What follows belongs to an exercise in optimizing a design on an open flow for small area, a short achievable clock period and few clock cycles; a production flow would make more cautious choices.
Function was checked by simulation only, so behaviour that the tests miss may differ from the original.
Power is estimated from default activity; no workload was simulated.

## qsc_encoder
module qsc_encoder (
    input  wire        clk,
    input  wire        rst,
    input  wire        cmd_valid,
    output wire        cmd_ready,
    input  wire [5:0]  cmd_width_m1,
    input  wire [5:0]  cmd_lines_m1,
    input  wire        cmd_hist_reset,
    input  wire        in_valid,
    output wire        in_ready,
    input  wire [7:0]  in_pix,
    output wire        out_valid,
    input  wire        out_ready,
    output wire [7:0]  out_data,
    output wire        done,
    output wire [14:0] nbytes
);
    integer i;
    reg adv;            
    reg in_rdy;
    reg cmd_rdy;
    reg        active;
    reg [5:0]  cur_w, cur_l;
    reg        cur_hr;
    reg [5:0]  j, ln;
    wire last_j  = (j == cur_w);
    wire last_l  = (ln == cur_l);
    wire cmd_acc = cmd_valid && cmd_rdy;
    wire take    = in_valid && in_rdy;
    wire blk_out = take && last_j && last_l;      
    assign cmd_ready = cmd_rdy;
    assign in_ready  = in_rdy;
    wire active_nx = cmd_acc || (active && !blk_out);
    always @(posedge clk) begin
        if (rst) begin
            active <= 1'b0;
            j      <= 6'd0;
            ln     <= 6'd0;
        end else begin
            active <= active_nx;
            if (cmd_acc) begin
                cur_w  <= cmd_width_m1;
                cur_l  <= cmd_lines_m1;
                cur_hr <= cmd_hist_reset;
            end
            if (take) begin
                j  <= last_j ? 6'd0 : j + 6'd1;
                if (last_j) ln <= last_l ? 6'd0 : ln + 6'd1;
            end
        end
    end
    reg        v0;
    reg [7:0]  x0;
    reg        f0_first, f0_last, f0_end, f0_hrf, f0_z;
    always @(posedge clk) begin
        if (rst)      v0 <= 1'b0;
        else if (adv) v0 <= take;
        if (adv) begin
            x0       <= in_pix;
            f0_first <= (j == 6'd0);
            f0_last  <= last_j;
            f0_end   <= last_j && last_l;
            f0_hrf   <= cur_hr && (j == 6'd0) && (ln == 6'd0);
  ...
Size in the first run: ~46000 sq um of cells after synthesis.
clock: 12.0 ns
lec_check: 0
abc_area: 1
cap_margin: 5
core_margin: 2
core_utilization: 70
cts_buf_list: sky130_fd_sc_hd__clkbuf_16
cts_cluster_diameter: 80
cts_cluster_size: 24
slew_margin: 5
tns_end_percent: 10
standard.sh (not shown) runs the stock make flow with config.mk's settings and CLKGATE_MAP_FILE= SYNTH_SCRIPT=/design/flow/synth_recipe.tcl, a recipe that flattens the netlist after the stock synthesis.
==> flow/flow/run.sh <==
#!/bin/bash
# The standard layout, with two changes to how it is made:
#  - the port buffers are buf_4 cells instead of the resizer's default choice
#    (a slow delay buffer);
#  - repair_timing is asked for more setup slack than the period needs, so
#    that it sizes the paths for a shorter achieved period.
# The clock period and all constraints are the design's own.
bash standard.sh "BUFFER_PORTS_ARGS=-buffer_cell sky130_fd_sc_hd__buf_4" SETUP_SLACK_MARGIN=8.4 finish > standard.log 2>&1
The baseline produced a clean layout.
Testbench counts at the start, summed over its fixed seeds: cycles 139,132.
Change:
--- a/flow/flow/run.sh
+++ b/flow/flow/run.sh
@@ -6,3 +6,3 @@
 #    that it sizes the paths for a shorter achieved period.
 # The clock period and all constraints are the design's own.
-bash standard.sh "BUFFER_PORTS_ARGS=-buffer_cell sky130_fd_sc_hd__buf_4" SETUP_SLACK_MARGIN=8.4 finish > standard.log 2>&1
+bash standard.sh "BUFFER_PORTS_ARGS=-buffer_cell sky130_fd_sc_hd__buf_4" SETUP_SLACK_MARGIN=8.7 finish > standard.log 2>&1
--- a/flow/config.mk
+++ b/flow/config.mk
@@ -11,6 +11,6 @@
 export CORE_UTILIZATION = 70
 export CTS_BUF_LIST = sky130_fd_sc_hd__clkbuf_16
-export CTS_CLUSTER_DIAMETER = 80
-export CTS_CLUSTER_SIZE = 24
+export CTS_CLUSTER_DIAMETER = 60
+export CTS_CLUSTER_SIZE = 20
 export SLEW_MARGIN = 5
 export TNS_END_PERCENT = 10
What happened: Clock-buffer cell count came out higher by 19. Worst setup slack gets better by 0.17 ns. Wire length went up by 3.6%. Cell area came out higher by 2.7%. Core utilization rises by 2.0 points. Register-to-register slack gets better by 0.26 ns. Via count came out higher by 2.2%. Final cell count goes up by 1.3%. Critical path depth decreases by 18. Clock skew is higher by 0.0055 ns.
Change:
--- a/flow/flow/run.sh
+++ b/flow/flow/run.sh
@@ -6,3 +6,3 @@
 #    that it sizes the paths for a shorter achieved period.
 # The clock period and all constraints are the design's own.
-bash standard.sh "BUFFER_PORTS_ARGS=-buffer_cell sky130_fd_sc_hd__buf_4" SETUP_SLACK_MARGIN=8.7 finish > standard.log 2>&1
+bash standard.sh "BUFFER_PORTS_ARGS=-buffer_cell sky130_fd_sc_hd__buf_4" SETUP_SLACK_MARGIN=9.2 finish > standard.log 2>&1
--- a/flow/config.mk
+++ b/flow/config.mk
@@ -11,6 +11,6 @@
 export CORE_UTILIZATION = 70
 export CTS_BUF_LIST = sky130_fd_sc_hd__clkbuf_16
-export CTS_CLUSTER_DIAMETER = 60
-export CTS_CLUSTER_SIZE = 20
+export CTS_CLUSTER_DIAMETER = 80
+export CTS_CLUSTER_SIZE = 24
 export SLEW_MARGIN = 5
 export TNS_END_PERCENT = 10
Routed wire length stays flat; cell area climbs slightly; setup slack is worse by 0.018 ns; sequential cell count stays the same; non-clock buffer count climbs by 93; global-route usage drops by 0.81 points.
Change:
--- a/flow/flow/run.sh
+++ b/flow/flow/run.sh
@@ -6,3 +6,3 @@
 #    that it sizes the paths for a shorter achieved period.
 # The clock period and all constraints are the design's own.
-bash standard.sh "BUFFER_PORTS_ARGS=-buffer_cell sky130_fd_sc_hd__buf_4" SETUP_SLACK_MARGIN=9.2 finish > standard.log 2>&1
+bash standard.sh "BUFFER_PORTS_ARGS=-buffer_cell sky130_fd_sc_hd__buf_4" SETUP_SLACK_MARGIN=8.7 finish > standard.log 2>&1
--- a/flow/config.mk
+++ b/flow/config.mk
@@ -9,5 +9,5 @@
 export CAP_MARGIN = 5
 export CORE_MARGIN = 2
-export CORE_UTILIZATION = 70
+export CORE_UTILIZATION = 75
 export CTS_BUF_LIST = sky130_fd_sc_hd__clkbuf_16
 export CTS_CLUSTER_DIAMETER = 80
=> The new run went through all stages and came out clean; synthesized area is unchanged; count of clock-buffer cells in the layout is higher by 1; power is lower by a few percent.
Change:
--- a/flow/flow/run.sh
+++ b/flow/flow/run.sh
@@ -6,3 +6,3 @@
 #    that it sizes the paths for a shorter achieved period.
 # The clock period and all constraints are the design's own.
-bash standard.sh "BUFFER_PORTS_ARGS=-buffer_cell sky130_fd_sc_hd__buf_4" SETUP_SLACK_MARGIN=8.7 finish > standard.log 2>&1
+bash standard.sh "BUFFER_PORTS_ARGS=-buffer_cell sky130_fd_sc_hd__buf_4" SETUP_SLACK_MARGIN=8.5 finish > standard.log 2>&1
--- a/flow/config.mk
+++ b/flow/config.mk
@@ -9,5 +9,5 @@
 export CAP_MARGIN = 5
 export CORE_MARGIN = 2
-export CORE_UTILIZATION = 75
+export CORE_UTILIZATION = 70
 export CTS_BUF_LIST = sky130_fd_sc_hd__clkbuf_16
 export CTS_CLUSTER_DIAMETER = 80
=>
- count of clock-buffer cells in the layout goes down by 1
- non-clock buffer count came out lower by 63
- utilization falls by 7.6 points
- design area went down by about 1.7%
- wire length decreases by 13%
- via count is lower by about 7%

static timing again, ports no longer ideal:
How much do the figures lean on ideal ports? The routed layouts below were timed once more, with nothing changed but the port constraints.
Step 1 sets driving cells, clkbuf_16 on the clock port and buf_2 on the other inputs (assumed; they add their load-dependent delay and slew).
Step 2, shift: input delay + t, output delay - t, t = (earliest + latest rising clock arrival at the registers) / 2. This alone moves slack from input paths to output paths.
a / b / c = no drivers / after step 1 / after step 2; a / b = the first two.
run	t, ns	slack for setup (ns)	latest minus earliest clock arrival (ns)
the first run	0.707	8.318 / 8.290 / 7.866	0.050 / 0.050
the second run	0.701	8.492 / 8.422 / 7.966	0.056 / 0.056
the third run	0.708	8.474 / 8.405 / 8.074	0.052 / 0.052
the fourth run	0.732	8.485 / 8.419 / 8.038	0.083 / 0.082
the fifth run	0.707	8.394 / 8.326 / 7.857	0.047 / 0.046
After both steps every run listed still meets setup and hold. For the fifth run, which loses most, drivers alone change the setup slack by -0.068 ns; drivers and shift together by -0.537 ns.
